Background: an optimization exercise with open tools, aiming at small area, a short achievable clock period and few clock cycles per item. Do not read the settings as production practice. Where RTL was checked, it was by simulation tests only, not by an equivalence proof against the original.

==> wip/quartz: inputs <==
// lane_fpu
module lane_fpu (
    input  wire        clk,
    input  wire        rst,         
    input  wire        in_valid,
    output wire        in_ready,
    input  wire [3:0]  in_op,
    input  wire [31:0] in_wa,
    input  wire [31:0] in_wb,
    output reg         out_valid,
    output reg  [31:0] out_wa,
    output reg  [5:0]  out_arith
);
    localparam [3:0] OP_FADD   = 4'h0, OP_FSUB = 4'h1, OP_FMUL  = 4'h2,
                     OP_FDIV   = 4'h3, OP_FSQRT = 4'h4, OP_FABS = 4'h5,
                     OP_FNEG   = 4'h6, OP_ITOF = 4'h7, OP_FTOI  = 4'h8,
                     OP_FTRUNC = 4'h9, OP_FMIN = 4'hA, OP_FMAX  = 4'hB;
    localparam [2:0] Q_IDLE = 3'd0, Q_NORM = 3'd1, Q_ITER = 3'd2,
                     Q_INJ  = 3'd3, Q_MUL  = 3'd4;
    reg  [2:0]        sq_state;
    reg               sq_sqrt;      
    reg               sq_mul;       
    reg               sq_sign;
    reg signed [9:0]  sq_e;
    reg  [24:0]       sq_d;         
    reg  [28:0]       sq_r;         
    reg  [27:0]       sq_q;         
    reg  [2:0]        sq_cnt;
    reg               dn1;
    wire signed [9:0] sq_e_half = (sq_e >>> 1) + 10'sd127;
    wire signed [9:0] inj_exp   = sq_sqrt ? sq_e_half : sq_e;
    wire              inj_dn    = inj_exp < 10'sd1;
    reg        v0, slow0;
    reg [3:0]  op0;
    reg [31:0] a0, b0;
    assign in_ready = !slow0 && !dn1 &&
                      ((sq_state == Q_IDLE) ||
                       ((sq_state == Q_INJ || sq_state == Q_MUL) && !inj_dn));
  ...
Settings: LEC_CHECK=0, CAP_MARGIN=20, CORE_MARGIN=2, CORE_UTILIZATION=30, SLEW_MARGIN=20; clock period 22.0 ns.
run.sh (not shown) runs the stock make flow with config.mk's settings and CLKGATE_MAP_FILE= SYNTH_SCRIPT=/design/flow/synth_recipe.tcl, a recipe that flattens the netlist after the stock synthesis.
==> wip/amber (differences from wip/quartz) <==
--- a/flow/design.v
+++ b/flow/design.v
@@ -88,15 +88,15 @@
     reg               sq_sign;
     reg signed [9:0]  sq_e;
     reg  [24:0]       sq_d;         
     reg  [28:0]       sq_r;         
     reg  [27:0]       sq_q;         
-    reg  [2:0]        sq_cnt;
+    reg  [3:0]        sq_cnt;
     reg               dn1;
     wire signed [9:0] sq_e_half = (sq_e >>> 1) + 10'sd127;
     wire signed [9:0] inj_exp   = sq_sqrt ? sq_e_half : sq_e;
-    wire              inj_dn    = inj_exp < 10'sd1;
+    reg               inj_dn;       
     reg        v0, slow0;
     reg [3:0]  op0;
     reg [31:0] a0, b0;
     assign in_ready = !slow0 && !dn1 &&
                       ((sq_state == Q_IDLE) ||
@@ -340,21 +340,21 @@
             3'd2:    begin e1_sig = itof_mag;       e1_st = 1'b0;              end
             3'd3:    begin e1_sig = cvt_res;        e1_st = 1'b0;              end
             default: begin e1_sig = pass_val;       e1_st = 1'b0;              end
         endcase
     end
-    reg [28:0] st_r [0:4];
-    reg [27:0] st_q [0:4];
-    reg [24:0] st_d [0:4];
+    reg [28:0] st_r [0:2];
+    reg [27:0] st_q [0:2];
+    reg [24:0] st_d [0:2];
     reg [29:0] it_x, it_y, it_s;
     reg [30:0] it_t;
     integer    j;
     always @* begin
         st_r[0] = sq_r;
         st_q[0] = sq_q;
         st_d[0] = sq_d;
-        for (j = 0; j < 4; j = j + 1) begin
+        for (j = 0; j < 2; j = j + 1) begin
             if (sq_sqrt) begin
                 it_x = {st_r[j][27:0], st_d[j][24:23]};
                 it_y = {st_q[j][26:0], 2'b01};
             end else begin
                 it_x = {1'b0, st_r[j]};
@@ -373,103 +373,108 @@
         end
     end
     wire d_norm = sq_sqrt ? (!sq_d[24] && (!sq_d[23] || sq_e[0])) : !sq_d[23];
     wire r_norm = !sq_sqrt && !sq_r[23];
     wire seq_out = (sq_state == Q_INJ) || (sq_state == Q_MUL);
+    wire ld_norm = is_div ? (a_ez || b_ez) :
+                   is_sqrt ? (a_ez || !ea_eff[0]) : (a_ez || b_ez);
+    wire signed [9:0] ld_e = is_div ? ($signed({2'b00, eb_eff}) - $signed({2'b00, ea_eff}) + 10'sd127) :
+                             is_mul ? $signed(mul_e) : ($signed({2'b00, ea_eff}) - 10'sd127);
     always @(posedge clk) begin
         if (rst) begin
             sq_state <= Q_IDLE;
         end else begin
             case (sq_state)
-                Q_IDLE: begin
-                    if (v0 && go_seq) begin
-                        sq_sqrt <= is_sqrt;
-                        sq_mul  <= is_mul;
-                        sq_sign <= is_sqrt ? 1'b0 : (sa ^ sb);
-                        sq_d    <= {1'b0, siga};
-                        sq_r    <= {5'd0, sigb};
-                        sq_q    <= 28'd0;
-                        sq_cnt  <= 3'd0;
-                        if (is_div)
-                            sq_e <= $signed({2'b00, eb_eff}) - $signed({2'b00, ea_eff}) + 10'sd127;
-                        else if (is_mul)
-                            sq_e <= $signed(mul_e);
-                        else
-                            sq_e <= $signed({2'b00, ea_eff}) - 10'sd127;
-                        sq_state <= Q_NORM;
-                    end
-                end
-                Q_NORM: begin
-                    if (d_norm || r_norm) begin
-                        if (d_norm) sq_d <= {sq_d[23:0], 1'b0};
-                        if (r_norm) sq_r <= {sq_r[27:0], 1'b0};
-                        if (sq_mul)
-                            sq_e <= sq_e - {9'd0, d_norm} - {9'd0, r_norm};
-                        else if (sq_sqrt)
-                            sq_e <= sq_e - {9'd0, d_norm};
-                        else
-                            sq_e <= sq_e + {9'd0, d_norm} - {9'd0, r_norm};
-                    end else begin
-                        if (sq_mul) begin
-                            sq_state <= Q_MUL;
-                        end else begin
-                            sq_state <= Q_ITER;
-                            if (sq_sqrt) sq_r <= 29'd0;
-                        end
-                    end
-                end
-                Q_ITER: begin
-                    sq_r   <= st_r[4];
-                    sq_q   <= st_q[4];
-                    sq_d   <= st_d[4];
-                    sq_cnt <= sq_cnt + 3'd1;
-                    if (sq_cnt == 3'd6) sq_state <= Q_INJ;
-                end
-                default: begin     
+                Q_IDLE:
+                    if (v0 && go_seq)
+                        sq_state <= ld_norm ? Q_NORM : (is_mul ? Q_MUL : Q_ITER);
+                Q_NORM:
+                    if (!(d_norm || r_norm))
+                        sq_state <= sq_mul ? Q_MUL : Q_ITER;
+                Q_ITER:
+                    if (sq_cnt == 4'd13) sq_state <= Q_INJ;
+                default:     
                     sq_state <= Q_IDLE;
-                end
             endcase
         end
     end
+    always @(posedge clk) begin
+        case (sq_state)
+            Q_IDLE: begin
+                sq_sqrt <= is_sqrt;
+                sq_mul  <= is_mul;
+                sq_sign <= is_sqrt ? 1'b0 : (sa ^ sb);
+                sq_d    <= {1'b0, siga};
+                sq_r    <= is_sqrt ? 29'd0 : {5'd0, sigb};
+                sq_q    <= 28'd0;
+                sq_cnt  <= 4'd0;
+                sq_e    <= ld_e;
+                inj_dn  <= !is_sqrt && (ld_e < 10'sd1);
+            end
+            Q_NORM: begin
+                if (d_norm) sq_d <= {sq_d[23:0], 1'b0};
+                if (r_norm) sq_r <= {sq_r[27:0], 1'b0};
+                if (sq_mul)
+                    sq_e <= sq_e - {9'd0, d_norm} - {9'd0, r_norm};
+                else if (sq_sqrt)
+                    sq_e <= sq_e - {9'd0, d_norm};
+                else
+                    sq_e <= sq_e + {9'd0, d_norm} - {9'd0, r_norm};
+                inj_dn <= !sq_sqrt && (sq_e < 10'sd1);
+            end
+            Q_ITER: begin
+                sq_r   <= st_r[2];
+                sq_q   <= st_q[2];
+                sq_d   <= st_d[2];
+                sq_cnt <= sq_cnt + 4'd1;
+            end
+            default: ;
+        endcase
+    end
     reg               v1, pass1, sign1, ov1, nan1, dz1, st1;
     reg signed [9:0]  exp1;
     reg        [31:0] sig1;
     wire dn_flush = exp1 <= -10'sd26;
     always @(posedge clk) begin
         if (rst) begin
             v1  <= 1'b0;
             dn1 <= 1'b0;
         end else if (dn1) begin
+            dn1 <= !dn_flush && (exp1 < 10'sd0);
+        end else if (seq_out) begin
+            v1  <= 1'b1;
+            dn1 <= inj_dn;
+        end else begin
+            v1  <= v0 && !go_seq;
+        end
+    end
+    always @(posedge clk) begin
+        if (dn1) begin
             if (dn_flush) begin
                 sig1 <= 32'd0;
                 st1  <= st1 | (sig1 != 32'd0);
                 exp1 <= 10'sd1;
-                dn1  <= 1'b0;
             end else begin
                 sig1 <= {1'b0, sig1[31:1]};
                 st1  <= st1 | sig1[0];
                 exp1 <= exp1 + 10'sd1;
-                dn1  <= exp1 < 10'sd0;
             end
         end else if (seq_out) begin
-            v1    <= 1'b1;
             pass1 <= 1'b0;
             sign1 <= sq_sign;
             ov1   <= 1'b0;
             nan1  <= 1'b0;
             dz1   <= 1'b0;
             exp1  <= inj_exp;
-            dn1   <= inj_dn;
             if (sq_mul) begin
                 sig1 <= mul_p[47:16];
                 st1  <= |mul_p[15:0];
             end else begin
                 sig1 <= {1'b0, sq_q, 3'd0};
                 st1  <= (sq_r != 29'd0);
             end
         end else begin
-            v1    <= v0 && !go_seq;
             pass1 <= k_pass;
             sign1 <= k_sign;
             ov1   <= k_ov;
             nan1  <= k_nan;
             dz1   <= k_dz;
==> summary of the runs <==
In wip/amber the synthesized cell count is smaller than in wip/quartz, by 8.7%. In wip/amber the cell area is smaller than in wip/quartz, by about 9%. Against wip/quartz, the worst hold slack of wip/amber is worse by 7.5 ps. Of wip/amber and wip/quartz, wip/quartz has the higher first-iteration DRC count (gap about 1.7%, measured against wip/quartz). Global-route usage: wip/quartz is higher than wip/amber (1.8 points). Of wip/quartz and wip/amber, wip/quartz has the higher routed wire length (gap about 17%, measured against wip/amber). Utilization is about the same in wip/quartz and wip/amber.
==> figures <==
metric                                                          wip/quartz                 wip/amber
Number of fill cells                                                 19.1k                     17.4k
Core utilization of the finished layout                              33.1%                     33.1%
Total via count in the routed design                                 54.1k                     49.1k
Largest fanout on the critical path                                     71                        65
Met3 layer usage reported by global route                            4.37%                     4.89%
Final GP Congestion                                                   1.02                      1.01
Relative slew slack                                                  18.7%                     23.2%
Final Instance Count excl. Fillers                                    9291                      8449
Register share of the cell area                                      11.1%                     11.5%
Beginning of the worst register-to-register path         sq_sqrt$_DFFE_PP_  sq_state[2]$_SDFFE_PP0P_
Adder-cell area share of the yosys netlist                           27.9%                     28.9%
Overall routed net length                                        253000 um                 217000 um
Flop-to-flop setup slack                                           4520 ps                   9760 ps
Number of cell rows                                                    156                       149
Run status                                no timing/DRC/antenna violations  no timing/DRC/antenna violations
Total area of multi-input combinational cells                   0.0439 mm2                0.0395 mm2
Count of distinct cell types in the synthesized netlist                120                        96
Testbench counts of wip/amber, summed over its fixed seeds: cycles 52,509, items 24,000.
Only the layout flow was run in wip/quartz; the RTL was not checked for function there.

==> static timing again, ports no longer ideal <==
No port has a modelled driver above. Below, the same layouts with a new extraction and two added sets of constraints. Step 1 (the two cells are an assumption about what drives the block):
set clk [get_ports {clk}]
set_driving_cell -lib_cell sky130_fd_sc_hd__clkbuf_16 $clk
set_driving_cell -lib_cell sky130_fd_sc_hd__buf_2 [delete_from_list [all_inputs] $clk]
Step 2 moves the port delays by t, midway between the first and last clock arrival at a register: inputs arrive t later, outputs are due t later. That takes back most of the time a late clock gives input paths. Three values: ideal, step 1, step 2; two values: the first two.
run	t, ns	setup slack, ns	clock arrival spread, ns
wip/quartz	0.745	4.518 / 4.518 / 4.518	0.033 / 0.032
wip/amber	0.655	9.759 / 9.759 / 9.759	0.032 / 0.031
After both steps setup and hold are still met in every run listed.
